From an optimization exercise on the open Yosys and OpenROAD flow, aimed at small area and a short achievable clock period; shortcuts taken in it are not production practice.
Function was checked by simulation only, so behaviour that the tests miss may differ from the original.
Power is estimated from default activity; no workload was simulated.

## gust_engine
module gust_engine (
    input  wire        clk,
    input  wire        rst,
    input  wire        reg_we,
    input  wire        reg_re,
    input  wire [6:0]  reg_addr,
    input  wire [31:0] reg_wdata,
    output reg  [31:0] reg_rdata,
    input  wire [31:0] pin_in,
    output reg  [31:0] out_val,
    output reg  [31:0] out_en,
    input  wire [31:0] stime,
    input  wire        brz_pulse,
    input  wire [7:0]  brz_chan,
    output reg         sig_valid,
    output reg  [7:0]  sig_chan,
    output reg         ev_fault,
    output reg         ev_line_err,
    output wire        tx_req,
    output wire        rx_req
);
Size: about 230 I/O pins, about 180000 um2 of cells after synthesis.
==> flow/config.mk <==
export PLATFORM = sky130hd
export DESIGN_NAME = gust_engine
export DESIGN_NICKNAME = gust_engine
export VERILOG_FILES = /design/flow/design.v
export SDC_FILE = /design/flow/constraint.sdc
export NUM_CORES = 8
export LEC_CHECK = 0
export CAP_MARGIN = 40
export CORE_MARGIN = 2
export CORE_UTILIZATION = 46
export CTS_BUF_LIST = sky130_fd_sc_hd__clkbuf_8
export CTS_CLUSTER_SIZE = 24
export SLEW_MARGIN = 30
==> flow/constraint.sdc <==
create_clock -name core_clock -period 16.0 [get_ports {clk}]
set_input_delay 3.2000 -clock core_clock [delete_from_list [all_inputs] [get_ports {clk}]]
set_output_delay 3.2000 -clock core_clock [all_outputs]
set_load 0.01 [all_outputs]
standard.sh (not shown) runs the stock make flow with config.mk's settings and CLKGATE_MAP_FILE= SYNTH_SCRIPT=/design/flow/synth_recipe.tcl, a recipe that flattens the netlist after the stock synthesis.
==> flow/flow/run.sh <==
#!/bin/bash
# Own flow: the standard synthesis unchanged, then the standard layout
# (standard.sh) with a tighter target for ORFS's setup repair. The SDC, clock
# period and constraints are the design's; only the repair margin changes.
set -euo pipefail
MARGIN=8
bash standard.sh synth > synth.log 2>&1
bash standard.sh SETUP_SLACK_MARGIN=$MARGIN finish > layout.log 2>&1
The baseline ran to the end with violations: antenna violations.
Edit:
CORE_UTILIZATION = 40   (was 46)
- This time the run finished clean
- combinational power grows slightly
- power barely changes
- routed wire length drops slightly
- design area rose slightly
- sequential cell count is unchanged
- clock skew rises by 0.075 ns
- core utilization shrinks by 6.6 points
Edit:
CTS_BUF_LIST = sky130_fd_sc_hd__clkbuf_16   (was sky130_fd_sc_hd__clkbuf_8)
CTS_CLUSTER_DIAMETER = 80   (was default)
CTS_CLUSTER_SIZE = 20   (was 24)
Total power decreases by 6.3%.
Routed wire length is lower by 0.69%.
Design area fell by 1.8%.
Utilization came out lower by 0.84 points.
Cell count fell by 2.7%.
Die area stays the same.
Combinational power stays flat.
Hold slack is better by 0.068 ns.
Via count drops by 1.4%.
Worst setup slack degrades by 0.030 ns.
First-iteration DRC count goes up by 1.1%.

---

## lane 1
gust_engine, a different RTL version from the one above (not shown whole).
Size: roughly 16,000 cells after synthesis, ~3,300 flip-flops, roughly 230 I/O pins, roughly 180,000 um2 of cells after synthesis.
==> flow/design.v (excerpt) <==
module gust_engine (
    input  wire        clk,
    input  wire        rst,
    input  wire        reg_we,
    input  wire        reg_re,
    input  wire [6:0]  reg_addr,
    input  wire [31:0] reg_wdata,
    output reg  [31:0] reg_rdata,
    input  wire [31:0] pin_in,
    output reg  [31:0] out_val,
    output reg  [31:0] out_en,
    input  wire [31:0] stime,
    input  wire        brz_pulse,
    input  wire [7:0]  brz_chan,
    output reg         sig_valid,
    output reg  [7:0]  sig_chan,
    output reg         ev_fault,
    output reg         ev_line_err,
    output wire        tx_req,
    output wire        rx_req
);
clock: 16.0 ns
lec_check: 0
cap_margin: 40
core_margin: 2
core_utilization: 40
cts_buf_list: sky130_fd_sc_hd__clkbuf_16
cts_cluster_diameter: 80
cts_cluster_size: 20
slew_margin: 30
Scripts as last shown in full above: flow/flow/run.sh
The inputs of lane 2 differ from those of lane 1 as listed below.
diff --git a/flow/config.mk b/flow/config.mk
--- a/flow/config.mk
+++ b/flow/config.mk
@@ -11,3 +11,2 @@
-export CTS_BUF_LIST = sky130_fd_sc_hd__clkbuf_16
-export CTS_CLUSTER_DIAMETER = 80
-export CTS_CLUSTER_SIZE = 20
+export CTS_BUF_LIST = sky130_fd_sc_hd__clkbuf_8
+export CTS_CLUSTER_SIZE = 24
==> run notes <==
- Looking at largest voltage drop on the vdd net across lane 1 and lane 2, the one that comes out lower is lane 2.
- [compare] base=lane 1 new=lane 2: clock network area share shows an increase of 1.9 points; maximum clock frequency shows no meaningful change.

==> re-timing with driven ports <==
In the flow no input, the clock included, has a driving cell. The finished layouts below were timed again as built, in two steps. Step 1 (the two cells are an assumption about what drives the block):
set clk [get_ports {clk}]
set_driving_cell -lib_cell sky130_fd_sc_hd__clkbuf_16 $clk
set_driving_cell -lib_cell sky130_fd_sc_hd__buf_2 [delete_from_list [all_inputs] $clk]
Step 2 also shifts input and output timing later by t, the mid clock arrival at the registers, as if the neighbouring blocks saw the same clock. a / b / c = ideal ports / drivers / drivers and shift; a / b = the first two.
| run | t, ns | slack for setup (ns) | worst setup path at the end | pins driven straight from the clock port |
|---|---|---|---|---|
| the first run of note 1 | 1.411 | 7.556 / 7.492 / 7.489 | input to register | 1 |
| the second run of note 1 | 1.421 | 7.552 / 7.455 / 6.644 | input to register | 1 |
| the third run of note 1 | 1.147 | 7.523 / 7.426 / 6.734 | input to register | 1 |
| lane 1 | 1.147 | 7.515 / 7.403 / 7.403 | input to output | 1 |
| lane 2 | 1.342 | 7.509 / 7.403 / 7.403 | input to output | 1 |
For the second run of note 1, which loses most, drivers alone change the setup slack by -0.097 ns; drivers and shift together by -0.908 ns.
